What follows belongs to an exercise in optimizing a design on an open flow for small area, a short achievable clock period and few clock cycles per item; a production flow would make more cautious choices. Function was checked by simulation only, so behaviour that the tests miss may differ from the original.

==> inputs of run G <==
// limiter
module limiter (
    input  wire        clk,
    input  wire        rst,
    input  wire [5:0]  la,         
    input  wire        in_valid,
    output wire        in_ready,
    input  wire [31:0] x,          
    input  wire [30:0] thr,        
    input  wire [30:0] k,          
    output wire        out_valid,
    input  wire        out_ready,
    output wire [31:0] y,          
    output wire [28:0] gr          
);
clock: 13.0 ns
lec_check: 0
cap_margin: 20
core_margin: 2
core_utilization: 40
setup_slack_margin: 1.5
slew_margin: 20
run.sh (not shown) runs the stock make flow with config.mk's settings and CLKGATE_MAP_FILE= SYNTH_SCRIPT=/design/flow/synth_recipe.tcl, a recipe that flattens the netlist after the stock synthesis.
==> run H (differences from run G) <==
--- a/flow/design.v
+++ b/flow/design.v
@@ -70,33 +70,43 @@
         mrec_r <= mrec;
         lsh_r  <= lsh;
     end
     wire pipe_adv;               
     wire loop_adv;               
     wire [31:0] ax_in = x[31] ? 32'd0 - x : x;
-    reg  [4:0]  nz;
-    integer zi;
-    always @(*) begin
-        nz = 5'd0;
-        for (zi = 0; zi < 32; zi = zi + 1)
-            if (ax_in[zi]) nz = 5'd31 - zi[4:0];
-    end
+    wire [31:0] na0 = ax_in;
+    wire [31:0] nt0 = {1'b0, thr};
+    wire        z16 = ~|na0[31:16];
+    wire [31:0] na1 = z16 ? {na0[15:0], 16'd0} : na0;
+    wire [31:0] nt1 = z16 ? {nt0[15:0], 16'd0} : nt0;
+    wire        z8  = ~|na1[31:24];
+    wire [31:0] na2 = z8  ? {na1[23:0], 8'd0} : na1;
+    wire [31:0] nt2 = z8  ? {nt1[23:0], 8'd0} : nt1;
+    wire        z4  = ~|na2[31:28];
+    wire [31:0] na3 = z4  ? {na2[27:0], 4'd0} : na2;
+    wire [31:0] nt3 = z4  ? {nt2[27:0], 4'd0} : nt2;
+    wire        z2  = ~|na3[31:30];
+    wire [31:0] na4 = z2  ? {na3[29:0], 2'd0} : na3;
+    wire [31:0] nt4 = z2  ? {nt3[29:0], 2'd0} : nt3;
+    wire        z1  = ~na4[31];
+    wire [31:0] na5 = z1  ? {na4[30:0], 1'd0} : na4;
+    wire [31:0] nt5 = z1  ? {nt4[30:0], 1'd0} : nt4;
     reg         i_v, i_big;
     reg  [31:0] i_x, i_an, i_bn;
     reg  [30:0] i_k;
     always @(posedge clk) begin
         if (rst)
             i_v <= 1'b0;
         else if (pipe_adv)
             i_v <= in_valid;
         if (pipe_adv) begin
             i_x   <= x;
             i_k   <= k;
             i_big <= ax_in > {1'b0, thr};
-            i_bn  <= ax_in << nz;
-            i_an  <= {1'b0, thr} << nz;
+            i_bn  <= na5;
+            i_an  <= nt5;
         end
     end
     wire        rv  [0:28];
     wire [31:0] rx  [0:28];
     wire [30:0] rk  [0:28];
     wire        rbg [0:28];
@@ -104,59 +114,68 @@
     wire [34:0] rs  [0:28];
     wire [34:0] rc  [0:28];
     wire [27:0] rqp [0:28];
     wire [27:0] rqn [0:28];
     wire [28:0] rQ  [0:28];
     wire [28:0] rQM [0:28];
+    wire [27:0] rDP [0:28];
+    wire [27:0] rDN [0:28];
     genvar gi;
     generate
         for (gi = 0; gi < 28; gi = gi + 1) begin : row
             wire        v_i, bg_i;
             wire [31:0] x_i, bn_i;
             wire [30:0] k_i;
             wire [34:0] s_i, c_i;
             wire [27:0] qp_i, qn_i;
             wire [28:0] Q_i, QM_i;
+            wire [27:0] dp_i, dn_i;
             if (gi == 0) begin : first
                 assign v_i = i_v; assign x_i = i_x; assign k_i = i_k; assign bg_i = i_big;
                 assign bn_i = i_bn; assign s_i = {3'b000, i_an}; assign c_i = 35'd0;
                 assign qp_i = 28'd0; assign qn_i = 28'd0;
                 assign Q_i = 29'd0; assign QM_i = 29'h1000_0000;
+                assign dp_i = 28'd0; assign dn_i = 28'd0;
             end else if (CUTS[gi]) begin : cut
-                localparam integer A = stage_start(gi);
-                localparam [28:0] UO = 29'd1 << (28 - A);
-                localparam [28:0] UN = 29'd1 << (28 - gi);
-                wire [28:0] dd   = {1'b0, rqp[gi]} - {1'b0, rqn[gi]};
+                localparam integer A  = stage_start(gi);
+                localparam integer A2 = stage_start(A);
+                localparam [28:0] UO = 29'd1 << (28 - A2);
+                localparam [28:0] UN = 29'd1 << (28 - A);
+                wire [28:0] dd   = {1'b0, rDP[gi]} - {1'b0, rDN[gi]};
                 wire [28:0] dlo  = dd & (UO - 29'd1);
                 wire [28:0] base = dd[28] ? rQM[gi] : rQ[gi];
                 wire [28:0] cq   = base | dlo;
                 wire [28:0] cqm  = (dd == 29'd0) ? (rQM[gi] | (UO - UN)) : (base | (dlo - UN));
-                reg  [28:0] Q_q, QM_q;
+                reg  [28:0] Q_q;
+                reg  [27:0] dp_q, dn_q;
                 reg        v_q, bg_q;
                 reg [31:0] x_q, bn_q;
                 reg [30:0] k_q;
                 reg [34:0] s_q, c_q;
                 always @(posedge clk) begin
                     if (rst)
                         v_q <= 1'b0;
                     else if (pipe_adv)
                         v_q <= rv[gi];
                     if (pipe_adv) begin
                         x_q <= rx[gi]; k_q <= rk[gi]; bg_q <= rbg[gi]; bn_q <= rbn[gi];
-                        s_q <= rs[gi]; c_q <= rc[gi]; Q_q <= cq; QM_q <= cqm;
+                        s_q <= rs[gi]; c_q <= rc[gi]; Q_q <= cq;
+                        dp_q <= rqp[gi]; dn_q <= rqn[gi];
                     end
                 end
                 assign v_i = v_q; assign x_i = x_q; assign k_i = k_q; assign bg_i = bg_q;
                 assign bn_i = bn_q; assign s_i = s_q; assign c_i = c_q;
                 assign qp_i = 28'd0; assign qn_i = 28'd0;
-                assign Q_i = Q_q; assign QM_i = QM_q;
+                assign Q_i = Q_q; assign QM_i = Q_q - UN;
+                assign dp_i = dp_q; assign dn_i = dn_q;
             end else begin : pass
                 assign v_i = rv[gi]; assign x_i = rx[gi]; assign k_i = rk[gi]; assign bg_i = rbg[gi];
                 assign bn_i = rbn[gi]; assign s_i = rs[gi]; assign c_i = rc[gi];
                 assign qp_i = rqp[gi]; assign qn_i = rqn[gi];
                 assign Q_i = rQ[gi]; assign QM_i = rQM[gi];
+                assign dp_i = rDP[gi]; assign dn_i = rDN[gi];
             end
             wire [34:0] s2  = {s_i[33:0], 1'b0};
             wire [34:0] c2  = {c_i[33:0], 1'b0};
             wire        qpos, qneg;
             if (gi == 0 || CUTS[gi]) begin : direct
                 wire [3:0] est = s2[34:31] + c2[34:31];
@@ -192,23 +211,32 @@
             assign rs[gi+1]  = s2 ^ c2 ^ op;
             assign rc[gi+1]  = {cy[33:0], qpos};
             assign rqp[gi+1] = qp_i | ({27'd0, qpos} << (27 - gi));
             assign rqn[gi+1] = qn_i | ({27'd0, qneg} << (27 - gi));
             assign rQ[gi+1]  = Q_i;
             assign rQM[gi+1] = QM_i;
+            assign rDP[gi+1] = dp_i;
+            assign rDN[gi+1] = dn_i;
         end
     endgenerate
-    localparam integer AE = stage_start(28);
-    localparam [28:0] UOE = 29'd1 << (28 - AE);
+    localparam integer AE  = stage_start(28);
+    localparam integer AE2 = stage_start(AE);
+    localparam [28:0] UOE2 = 29'd1 << (28 - AE2);
+    localparam [28:0] UOE  = 29'd1 << (28 - AE);
+    wire [28:0] ed   = {1'b0, rDP[28]} - {1'b0, rDN[28]};
+    wire [28:0] elo  = ed & (UOE2 - 29'd1);
+    wire [28:0] ebas = ed[28] ? rQM[28] : rQ[28];
+    wire [28:0] eq   = ebas | elo;
+    wire [28:0] eqm  = (ed == 29'd0) ? (rQM[28] | (UOE2 - UOE)) : (ebas | (elo - UOE));
     wire [34:0] wfin = rs[28] + rc[28];
     wire        wneg = wfin[34];
     wire [28:0] fd   = {1'b0, rqp[28]} - {1'b0, rqn[28]};
     wire [28:0] flo  = fd & (UOE - 29'd1);
-    wire [28:0] fbas = fd[28] ? rQM[28] : rQ[28];
+    wire [28:0] fbas = fd[28] ? eqm : eq;
     wire [28:0] fq   = fbas | flo;
-    wire [28:0] fqm  = (fd == 29'd0) ? (rQM[28] | (UOE - 29'd1)) : (fbas | (flo - 29'd1));
+    wire [28:0] fqm  = (fd == 29'd0) ? (eqm | (UOE - 29'd1)) : (fbas | (flo - 29'd1));
     wire [28:0] gn_d = rbg[28] ? {1'b0, (wneg ? fqm[27:0] : fq[27:0])} : ONE;
     reg         p_v, p_bg;
     reg  [31:0] p_x;
     reg  [30:0] p_k;
     reg  [31:0] p_kp;            
     reg  [28:0] p_gn;
@@ -246,16 +274,22 @@
     wire [29:0] qsh   = qp >> lsh_r;
     wire [28:0] qv    = qsh[28:0];
     wire [60:0] rel;
     lim_mul_rel u_rel (.a(qa ? dnum_r : g), .b(qa ? {2'b00, mrec_r} : p_kp),
                        .c(qa ? 59'd0 : {p_k, 28'd0}), .p(rel));
     wire [28:0] g_rel = rel[59:31];
-    wire [28:0] s1 = (qdone && qv > s) ? qv : s;
-    wire [28:0] t1 = (qdone && p_gn < t) ? p_gn : t;
-    wire [29:0] gs = {1'b0, g} - {1'b0, s1};
-    wire        hit = gs[29] || (gs[28:0] <= t1);
+    wire        use_q = qdone && (qv > s);
+    wire [28:0] s1  = use_q ? qv : s;
+    wire [28:0] t1  = (qdone && p_gn < t) ? p_gn : t;
+    wire [29:0] gms = {1'b0, g} - {1'b0, s};
+    wire [29:0] gmq = {1'b0, g} - {1'b0, qv};
+    wire        hs  = gms[29] || ((gms[28:0] <= t) && (!qdone || gms[28:0] <= p_gn));
+    wire        hq  = gmq[29] || ((gmq[28:0] <= t) && (gmq[28:0] <= p_gn));
+    wire        hit = hs || (qdone && hq);
+    wire [29:0] gs  = use_q ? gmq : gms;
+    wire        s1nz = qdone || (s != 29'd0);      
     wire [5:0]  h1 = p_bg ? la_r + 6'd1 : h;
     wire [31:0] x_cur = p_x;
     wire [4:0]  segsel = (la_r[5]) ? 5'b11111 : la_r[4:0];
     wire        seg_e  = la_r[5];
     reg  [31:0] l0 [0:0];
     reg  [31:0] l1 [0:1];
@@ -310,13 +344,13 @@
                 qa    <= 1'b0;
                 qp    <= rel[58:29];
                 qdone <= 1'b1;
             end
             if (loop_adv) begin
                 qdone <= 1'b0;
-                if (s1 != 29'd0) begin
+                if (s1nz) begin
                     h <= h1;
                     if (hit) begin
                         g <= t1;
                         s <= 29'd0;
                         t <= ONE;
                     end else begin
CTS_BUF_LIST = sky130_fd_sc_hd__clkbuf_4 sky130_fd_sc_hd__clkbuf_8   (was unset)
PLACE_DENSITY_LB_ADDON = 0.1   (was unset)
SETUP_SLACK_MARGIN = 4.25   (was 1.5)
==> run Z (differences from run G) <==
--- a/flow/design.v
+++ b/flow/design.v
@@ -70,33 +70,43 @@
         mrec_r <= mrec;
         lsh_r  <= lsh;
     end
     wire pipe_adv;               
     wire loop_adv;               
     wire [31:0] ax_in = x[31] ? 32'd0 - x : x;
-    reg  [4:0]  nz;
-    integer zi;
-    always @(*) begin
-        nz = 5'd0;
-        for (zi = 0; zi < 32; zi = zi + 1)
-            if (ax_in[zi]) nz = 5'd31 - zi[4:0];
-    end
+    wire [31:0] na0 = ax_in;
+    wire [31:0] nt0 = {1'b0, thr};
+    wire        z16 = ~|na0[31:16];
+    wire [31:0] na1 = z16 ? {na0[15:0], 16'd0} : na0;
+    wire [31:0] nt1 = z16 ? {nt0[15:0], 16'd0} : nt0;
+    wire        z8  = ~|na1[31:24];
+    wire [31:0] na2 = z8  ? {na1[23:0], 8'd0} : na1;
+    wire [31:0] nt2 = z8  ? {nt1[23:0], 8'd0} : nt1;
+    wire        z4  = ~|na2[31:28];
+    wire [31:0] na3 = z4  ? {na2[27:0], 4'd0} : na2;
+    wire [31:0] nt3 = z4  ? {nt2[27:0], 4'd0} : nt2;
+    wire        z2  = ~|na3[31:30];
+    wire [31:0] na4 = z2  ? {na3[29:0], 2'd0} : na3;
+    wire [31:0] nt4 = z2  ? {nt3[29:0], 2'd0} : nt3;
+    wire        z1  = ~na4[31];
+    wire [31:0] na5 = z1  ? {na4[30:0], 1'd0} : na4;
+    wire [31:0] nt5 = z1  ? {nt4[30:0], 1'd0} : nt4;
     reg         i_v, i_big;
     reg  [31:0] i_x, i_an, i_bn;
     reg  [30:0] i_k;
     always @(posedge clk) begin
         if (rst)
             i_v <= 1'b0;
         else if (pipe_adv)
             i_v <= in_valid;
         if (pipe_adv) begin
             i_x   <= x;
             i_k   <= k;
             i_big <= ax_in > {1'b0, thr};
-            i_bn  <= ax_in << nz;
-            i_an  <= {1'b0, thr} << nz;
+            i_bn  <= na5;
+            i_an  <= nt5;
         end
     end
     wire        rv  [0:28];
     wire [31:0] rx  [0:28];
     wire [30:0] rk  [0:28];
     wire        rbg [0:28];
@@ -104,59 +114,68 @@
     wire [34:0] rs  [0:28];
     wire [34:0] rc  [0:28];
     wire [27:0] rqp [0:28];
     wire [27:0] rqn [0:28];
     wire [28:0] rQ  [0:28];
     wire [28:0] rQM [0:28];
+    wire [27:0] rDP [0:28];
+    wire [27:0] rDN [0:28];
     genvar gi;
     generate
         for (gi = 0; gi < 28; gi = gi + 1) begin : row
             wire        v_i, bg_i;
             wire [31:0] x_i, bn_i;
             wire [30:0] k_i;
             wire [34:0] s_i, c_i;
             wire [27:0] qp_i, qn_i;
             wire [28:0] Q_i, QM_i;
+            wire [27:0] dp_i, dn_i;
             if (gi == 0) begin : first
                 assign v_i = i_v; assign x_i = i_x; assign k_i = i_k; assign bg_i = i_big;
                 assign bn_i = i_bn; assign s_i = {3'b000, i_an}; assign c_i = 35'd0;
                 assign qp_i = 28'd0; assign qn_i = 28'd0;
                 assign Q_i = 29'd0; assign QM_i = 29'h1000_0000;
+                assign dp_i = 28'd0; assign dn_i = 28'd0;
             end else if (CUTS[gi]) begin : cut
-                localparam integer A = stage_start(gi);
-                localparam [28:0] UO = 29'd1 << (28 - A);
-                localparam [28:0] UN = 29'd1 << (28 - gi);
-                wire [28:0] dd   = {1'b0, rqp[gi]} - {1'b0, rqn[gi]};
+                localparam integer A  = stage_start(gi);
+                localparam integer A2 = stage_start(A);
+                localparam [28:0] UO = 29'd1 << (28 - A2);
+                localparam [28:0] UN = 29'd1 << (28 - A);
+                wire [28:0] dd   = {1'b0, rDP[gi]} - {1'b0, rDN[gi]};
                 wire [28:0] dlo  = dd & (UO - 29'd1);
                 wire [28:0] base = dd[28] ? rQM[gi] : rQ[gi];
                 wire [28:0] cq   = base | dlo;
                 wire [28:0] cqm  = (dd == 29'd0) ? (rQM[gi] | (UO - UN)) : (base | (dlo - UN));
                 reg  [28:0] Q_q, QM_q;
+                reg  [27:0] dp_q, dn_q;
                 reg        v_q, bg_q;
                 reg [31:0] x_q, bn_q;
                 reg [30:0] k_q;
                 reg [34:0] s_q, c_q;
                 always @(posedge clk) begin
                     if (rst)
                         v_q <= 1'b0;
                     else if (pipe_adv)
                         v_q <= rv[gi];
                     if (pipe_adv) begin
                         x_q <= rx[gi]; k_q <= rk[gi]; bg_q <= rbg[gi]; bn_q <= rbn[gi];
                         s_q <= rs[gi]; c_q <= rc[gi]; Q_q <= cq; QM_q <= cqm;
+                        dp_q <= rqp[gi]; dn_q <= rqn[gi];
                     end
                 end
                 assign v_i = v_q; assign x_i = x_q; assign k_i = k_q; assign bg_i = bg_q;
                 assign bn_i = bn_q; assign s_i = s_q; assign c_i = c_q;
                 assign qp_i = 28'd0; assign qn_i = 28'd0;
                 assign Q_i = Q_q; assign QM_i = QM_q;
+                assign dp_i = dp_q; assign dn_i = dn_q;
             end else begin : pass
                 assign v_i = rv[gi]; assign x_i = rx[gi]; assign k_i = rk[gi]; assign bg_i = rbg[gi];
                 assign bn_i = rbn[gi]; assign s_i = rs[gi]; assign c_i = rc[gi];
                 assign qp_i = rqp[gi]; assign qn_i = rqn[gi];
                 assign Q_i = rQ[gi]; assign QM_i = rQM[gi];
+                assign dp_i = rDP[gi]; assign dn_i = rDN[gi];
             end
             wire [34:0] s2  = {s_i[33:0], 1'b0};
             wire [34:0] c2  = {c_i[33:0], 1'b0};
             wire        qpos, qneg;
             if (gi == 0 || CUTS[gi]) begin : direct
                 wire [3:0] est = s2[34:31] + c2[34:31];
@@ -192,23 +211,32 @@
             assign rs[gi+1]  = s2 ^ c2 ^ op;
             assign rc[gi+1]  = {cy[33:0], qpos};
             assign rqp[gi+1] = qp_i | ({27'd0, qpos} << (27 - gi));
             assign rqn[gi+1] = qn_i | ({27'd0, qneg} << (27 - gi));
             assign rQ[gi+1]  = Q_i;
             assign rQM[gi+1] = QM_i;
+            assign rDP[gi+1] = dp_i;
+            assign rDN[gi+1] = dn_i;
         end
     endgenerate
-    localparam integer AE = stage_start(28);
-    localparam [28:0] UOE = 29'd1 << (28 - AE);
+    localparam integer AE  = stage_start(28);
+    localparam integer AE2 = stage_start(AE);
+    localparam [28:0] UOE2 = 29'd1 << (28 - AE2);
+    localparam [28:0] UOE  = 29'd1 << (28 - AE);
+    wire [28:0] ed   = {1'b0, rDP[28]} - {1'b0, rDN[28]};
+    wire [28:0] elo  = ed & (UOE2 - 29'd1);
+    wire [28:0] ebas = ed[28] ? rQM[28] : rQ[28];
+    wire [28:0] eq   = ebas | elo;
+    wire [28:0] eqm  = (ed == 29'd0) ? (rQM[28] | (UOE2 - UOE)) : (ebas | (elo - UOE));
     wire [34:0] wfin = rs[28] + rc[28];
     wire        wneg = wfin[34];
     wire [28:0] fd   = {1'b0, rqp[28]} - {1'b0, rqn[28]};
     wire [28:0] flo  = fd & (UOE - 29'd1);
-    wire [28:0] fbas = fd[28] ? rQM[28] : rQ[28];
+    wire [28:0] fbas = fd[28] ? eqm : eq;
     wire [28:0] fq   = fbas | flo;
-    wire [28:0] fqm  = (fd == 29'd0) ? (rQM[28] | (UOE - 29'd1)) : (fbas | (flo - 29'd1));
+    wire [28:0] fqm  = (fd == 29'd0) ? (eqm | (UOE - 29'd1)) : (fbas | (flo - 29'd1));
     wire [28:0] gn_d = rbg[28] ? {1'b0, (wneg ? fqm[27:0] : fq[27:0])} : ONE;
     reg         p_v, p_bg;
     reg  [31:0] p_x;
     reg  [30:0] p_k;
     reg  [31:0] p_kp;            
     reg  [28:0] p_gn;
@@ -246,16 +274,22 @@
     wire [29:0] qsh   = qp >> lsh_r;
     wire [28:0] qv    = qsh[28:0];
     wire [60:0] rel;
     lim_mul_rel u_rel (.a(qa ? dnum_r : g), .b(qa ? {2'b00, mrec_r} : p_kp),
                        .c(qa ? 59'd0 : {p_k, 28'd0}), .p(rel));
     wire [28:0] g_rel = rel[59:31];
-    wire [28:0] s1 = (qdone && qv > s) ? qv : s;
-    wire [28:0] t1 = (qdone && p_gn < t) ? p_gn : t;
-    wire [29:0] gs = {1'b0, g} - {1'b0, s1};
-    wire        hit = gs[29] || (gs[28:0] <= t1);
+    wire        use_q = qdone && (qv > s);
+    wire [28:0] s1  = use_q ? qv : s;
+    wire [28:0] t1  = (qdone && p_gn < t) ? p_gn : t;
+    wire [29:0] gms = {1'b0, g} - {1'b0, s};
+    wire [29:0] gmq = {1'b0, g} - {1'b0, qv};
+    wire        hs  = gms[29] || ((gms[28:0] <= t) && (!qdone || gms[28:0] <= p_gn));
+    wire        hq  = gmq[29] || ((gmq[28:0] <= t) && (gmq[28:0] <= p_gn));
+    wire        hit = hs || (qdone && hq);
+    wire [29:0] gs  = use_q ? gmq : gms;
+    wire        s1nz = qdone || (s != 29'd0);      
     wire [5:0]  h1 = p_bg ? la_r + 6'd1 : h;
     wire [31:0] x_cur = p_x;
     wire [4:0]  segsel = (la_r[5]) ? 5'b11111 : la_r[4:0];
     wire        seg_e  = la_r[5];
     reg  [31:0] l0 [0:0];
     reg  [31:0] l1 [0:1];
@@ -310,13 +344,13 @@
                 qa    <= 1'b0;
                 qp    <= rel[58:29];
                 qdone <= 1'b1;
             end
             if (loop_adv) begin
                 qdone <= 1'b0;
-                if (s1 != 29'd0) begin
+                if (s1nz) begin
                     h <= h1;
                     if (hit) begin
                         g <= t1;
                         s <= 29'd0;
                         t <= ONE;
                     end else begin
CORE_UTILIZATION = 55   (was 40)
SETUP_SLACK_MARGIN = 4.0   (was 1.5)
==> qor summary <==
|  | run Z | run H | run G |
|---|---|---|---|
| GRT Util Overall | 30.1% | 23.2% | 20.7% |
| Antenna fix cells | 8 | 7 | 9 |
| Worst Max-Slew Pin Slew | 1.08 ns | 1.09 ns | 1.15 ns |
| Iteration-0 DRC count of the detailed router | 12,432 | 10,624 | 11,820 |
| Largest net degree at the start of global routing | 201 | 192 | 180 |
| End point of the critical path | row[25].genblk1.cut.s_q[9] | i_an[23] | rQM[16][19] |
| Post-DP Area | 0.197 mm^2 | 0.196 mm^2 | 0.197 mm^2 |
| Core Region | 0.344 mm^2 | 0.467 mm^2 | 0.470 mm^2 |
| Hold path endpoint | row[25].genblk1.cut.x_q[24] | l3[4][28] | row[20].genblk1.cut.k_q[0] |
| Synthesized cell area | 0.190 mm^2 | 0.188 mm^2 | 0.188 mm^2 |
| M1 WL | 234,000 um | 254,000 um | 224,000 um |
| Result of the run | no timing/DRC/antenna violations | no timing/DRC/antenna violations | no timing/DRC/antenna violations |
| Portion of synthesized cell area occupied by the leading cell type | 37.7% | 37.4% | 38.2% |
| Ratio of cells with drive above 1 in the final layout | 10.9% | 12.7% | 7.64% |
| Origin of the critical flop-to-flop path | row[20].genblk1.cut.s_q[30] | row[15].c_i[30] | row[10].genblk1.cut.s_q[32] |
| Count of TritonRoute iterations in the first routing pass | 9 | 6 | 9 |
| Average instance area after synthesis | 11.5 um^2 | 11.4 um^2 | 11.4 um^2 |
| Synthesized instance count | 16,584 | 16,484 | 16,525 |
| Fraction of standard cell area that is sequential | 35.2% | 34.6% | 36.3% |
| Via count of the first global-routing pass | 126,915 | 128,272 | 124,193 |
Testbench counts of run G, summed over its fixed seeds: cycles 12,836, items 12,000.
Testbench counts of run H, summed over its fixed seeds: cycles 12,836, items 12,000.
Testbench counts of run Z, summed over its fixed seeds: cycles 12,836, items 12,000.

-- re-timing with driven ports --
No port has a modelled driver above. Below, the same layouts with a new extraction and two added sets of constraints. Step 1 (the two cells are an assumption about what drives the block):
set clk [get_ports {clk}]
set_driving_cell -lib_cell sky130_fd_sc_hd__clkbuf_16 $clk
set_driving_cell -lib_cell sky130_fd_sc_hd__buf_2 [delete_from_list [all_inputs] $clk]
Step 2 also shifts input and output timing later by t, the mid clock arrival at the registers, as if the neighbouring blocks saw the same clock. Three values: ideal, step 1, step 2; two values: the first two.
| run | t, ns | slack for setup (ns) | worst setup path at the end | clock arrival spread, ns | pins driven straight from the clock port |
|---|---|---|---|---|---|
| run G | 1.001 | 2.145 / 2.145 / 2.145 | register to register | 0.130 / 0.130 | 1 |
| run H | 1.218 | 4.503 / 4.426 / 3.376 | input to register | 0.172 / 0.172 | 1 |
| run Z | 1.014 | 3.982 / 3.982 / 3.549 | input to register | 0.109 / 0.109 | 1 |
After both steps setup and hold are still met in every run listed. The setup slack of run H, which loses most, moves by -0.077 ns with the drivers and by -1.127 ns with both steps.
